What follows belongs to an exercise in optimizing a design on an open flow for small area, a short achievable clock period and few clock cycles; a production flow would make more cautious choices. Function was checked by simulation only, so behaviour that the tests miss may differ from the original. Power is estimated from default activity; no workload was simulated.

// bs16_hop
module bs16_hop (
    input  wire        clk,
    input  wire        rst,
    input  wire        in_valid,
    output wire        in_ready,
    input  wire        in_esc,
    input  wire [7:0]  in_e,
    input  wire [15:0] in_m,
    input  wire [31:0] in_f,
    input  wire [31:0] in_c,
    output wire        out_valid,
    input  wire        out_ready,
    output wire        out_esc,
    output wire [7:0]  out_e,
    output wire [31:0] out_data,
    output wire        out_last
);
Settings: LEC_CHECK=0, CAP_MARGIN=20, CORE_MARGIN=2, CORE_UTILIZATION=66, CTS_CLUSTER_DIAMETER=100, CTS_CLUSTER_SIZE=24, SETUP_SLACK_MARGIN=2.0, SLEW_MARGIN=20; clock period 40.0 ns.
standard.sh (not shown) runs the stock make flow with config.mk's settings and CLKGATE_MAP_FILE= SYNTH_SCRIPT=/design/flow/synth_recipe.tcl, a recipe that flattens the netlist after the stock synthesis.
==> flow/flow/run.sh <==
#!/bin/bash
# The standard layout, with every port buffered by a buf_4 instead of the
# default port buffer, so the ports' own buffers do not slow the I/O paths.
set -euo pipefail
bash standard.sh 'BUFFER_PORTS_ARGS=-buffer_cell sky130_fd_sc_hd__buf_4' finish > standard_flow.log 2>&1
Testbench counts at the start, summed over its fixed seeds: cycles 16,688.
==> next run, changes <==
- CORE_UTILIZATION: 66 -> 60
- CTS_CLUSTER_SIZE: 24 -> 30
Result:
- clock skew came out higher by 0.031 ns
- hold slack stays flat
- register-to-register slack improves by 0.26 ns
- routed wire length rises by 2.0%
- sequential cell count is unchanged
- combinational power barely changes
- worst setup slack gets worse by 0.10 ns
- via count is lower by 1.1%
- total power decreases by 2.2%
- sequential share of layout area climbs by 0.17 points

* * *

## v36
Starting RTL as in the previous note.
==> flow/config.mk <==
export PLATFORM = sky130hd
export DESIGN_NAME = bs16_hop
export DESIGN_NICKNAME = bs16_hop
export VERILOG_FILES = /design/flow/design.v
export SDC_FILE = /design/flow/constraint.sdc
export NUM_CORES = 4
export LEC_CHECK = 0
export CAP_MARGIN = 20
export CORE_MARGIN = 2
export CORE_UTILIZATION = 60
export CTS_CLUSTER_DIAMETER = 100
export CTS_CLUSTER_SIZE = 24
export SETUP_SLACK_MARGIN = 2.0
export SLEW_MARGIN = 20
==> flow/constraint.sdc <==
create_clock -name core_clock -period 40.0 [get_ports {clk}]
set_input_delay 8.0000 -clock core_clock [delete_from_list [all_inputs] [get_ports {clk}]]
set_output_delay 8.0000 -clock core_clock [all_outputs]
set_load 0.01 [all_outputs]
Scripts as last shown in full above: flow/flow/run.sh
Having completed the whole flow, v36 delivered a layout that passed the timing, DRC and antenna checks.
Testbench counts of v36, summed over its fixed seeds: cycles 16,688.
Edits applied to the flow inputs when going from v36 to v26:
- CORE_UTILIZATION now 66, was 60
==> flow/flow/run.sh <==
#!/bin/bash
# The standard layout, with every port buffered by a buf_4 instead of the
# default port buffer, and a clock tree built with one level of sink clustering.
set -euo pipefail
bash standard.sh 'BUFFER_PORTS_ARGS=-buffer_cell sky130_fd_sc_hd__buf_4' 'CTS_ARGS=-sink_clustering_enable -repair_clock_nets -sink_clustering_size 24 -sink_clustering_max_diameter 100 -sink_clustering_levels 1' finish > standard_flow.log 2>&1
Findings:
Via count went up slightly going from v36 to v26. As far as clock-pin slew of the registers on the worst-case setup and hold paths is concerned, v36 and v26 perform about the same. Register-to-register slack deteriorates in v26 relative to v36. Inserted tap cell count came out lower on v26 than on v36. Compared with v36, v26 supports a higher clock frequency. For switching part of the total, v26 and v36 come out practically identical.
[inputs] v21 vs v26
==> flow/flow/run.sh <==
#!/bin/bash
# The standard layout, with every port buffered by a buf_4 instead of the
# default port buffer, and a clock tree built with fewer wire buffers.
set -euo pipefail
bash standard.sh 'BUFFER_PORTS_ARGS=-buffer_cell sky130_fd_sc_hd__buf_4' 'CTS_ARGS=-sink_clustering_enable -repair_clock_nets -sink_clustering_size 24 -sink_clustering_max_diameter 100 -distance_between_buffers 2000 -branching_point_buffers_distance 2000' finish > standard_flow.log 2>&1
==> run summary <==
- v21 vs. v26: maximum count of clock buffers along a single path did not really move; number of stages on the worst hold path did not really move; worst slew margin relative to its limit did not really move; share of the clock period used by the worst path after layout did not really move; number of cells on the critical path did not really move.
- Diff v26..v21 | worst ir drop on vdd | unchanged
- Between v21 and v26, the difference in maximum fanout along the worst path is negligible.
- Changes observed in v21 relative to v26: combinational cell fraction of total power was more or less identical, total count of hold-check failures in the final report about even, post-route worst hold slack barely changed.
- Final estimated routing congestion in global placement: v21 vs v26 identical

* * *

Setup of red:
Another version of the RTL of bs16_hop (not shown whole).
Size in the first run: about 4500 cells after synthesis, about 1400 flip-flops, roughly 140 I/O pins, ~68000 sq um of cells after synthesis.
==> flow/config.mk <==
export PLATFORM = sky130hd
export DESIGN_NAME = bs16_hop
export DESIGN_NICKNAME = bs16_hop
export VERILOG_FILES = /design/flow/design.v
export SDC_FILE = /design/flow/constraint.sdc
export NUM_CORES = 4
export LEC_CHECK = 0
export CAP_MARGIN = 20
export CORE_MARGIN = 2
export CORE_UTILIZATION = 60
export SETUP_SLACK_MARGIN = 2.0
export SLEW_MARGIN = 20
==> flow/constraint.sdc <==
create_clock -name core_clock -period 40.0 [get_ports {clk}]
set_input_delay 8.0000 -clock core_clock [delete_from_list [all_inputs] [get_ports {clk}]]
set_output_delay 8.0000 -clock core_clock [all_outputs]
set_load 0.01 [all_outputs]
run.sh (not shown) runs the stock make flow with config.mk's settings and CLKGATE_MAP_FILE= SYNTH_SCRIPT=/design/flow/synth_recipe.tcl, a recipe that flattens the netlist after the stock synthesis.
Stock flow here: none of the scripts above is used.
red: full flow OK, the timing, DRC and antenna checks passed
Testbench counts of red, summed over its fixed seeds: cycles 16,688.
### red -> blue
==> flow/flow/run.sh (new file) <==
#!/bin/bash
# The standard layout, with every port buffered by a buf_4 instead of the
# default port buffer, so the ports' own buffers do not slow the I/O paths.
set -euo pipefail
bash standard.sh 'BUFFER_PORTS_ARGS=-buffer_cell sky130_fd_sc_hd__buf_4' finish > standard_flow.log 2>&1
==> flow/standard.sh (new file) <==
#!/bin/bash
# synth_recipe.tcl (not shown) runs the flow's synth.tcl, then flattens the netlist and writes it again
# the make line also repeats each setting of config.mk as NAME=value (left out here)
make -C /OpenROAD-flow-scripts/flow DESIGN_CONFIG=/design/flow/config.mk WORK_HOME=/design/flow/orfs CLKGATE_MAP_FILE= SYNTH_SCRIPT=/design/flow/synth_recipe.tcl "${@:-finish}"
removed: flow/run.sh
Findings:
Looking only at worst setup slack, and setting everything else aside, the lower value of blue and red goes to red. blue: placement-stage worst setup slack 0.39 ns above red. Re number of hold violations in the final report: no difference whatsoever between red and blue. Going from red to blue, the period utilization was found to have gone down by 1.3 points. Per the comparison of blue with red, post-synthesis area per instance roughly the same, met1 demand-to-capacity share in global routing lower, final critical delay including setup and external delays lower.

## port drivers added, routing unchanged
How much do the figures lean on ideal ports? The routed layouts below were timed once more, with nothing changed but the port constraints. Step 1 (the two cells are an assumption about what drives the block):
set clk [get_ports {clk}]
set_driving_cell -lib_cell sky130_fd_sc_hd__clkbuf_16 $clk
set_driving_cell -lib_cell sky130_fd_sc_hd__buf_2 [delete_from_list [all_inputs] $clk]
Step 2 also shifts input and output timing later by t, the mid clock arrival at the registers, as if the neighbouring blocks saw the same clock. Three values: ideal, step 1, step 2; two values: the first two.
run | t (ns) | slack for setup (ns) | worst setup path after step 2 | worst data-port slew with drivers (ns) | pins driven straight from the clock port
the first run of note 1 | 0.747 | 30.781 / 30.699 / 30.207 | input to register | 0.06 | 1
the second run of note 1 | 0.781 | 30.681 / 30.602 / 30.092 | input to register | 0.04 | 1
v36 | 0.760 | 30.735 / 30.655 / 30.086 | input to register | 0.04 | 1
v26 | 0.747 | 30.781 / 30.699 / 30.207 | input to register | 0.06 | 1
v21 | 0.747 | 30.781 / 30.699 / 30.207 | input to register | 0.06 | 1
red | 0.810 | 30.021 / 29.947 / 29.675 | input to register | 0.05 | 1
blue | 0.814 | 30.528 / 30.452 / 30.056 | input to register | 0.05 | 1
After both steps setup and hold are still met in every run listed. The setup slack of v36, which loses most, moves by -0.080 ns with the drivers and by -0.649 ns with both steps.
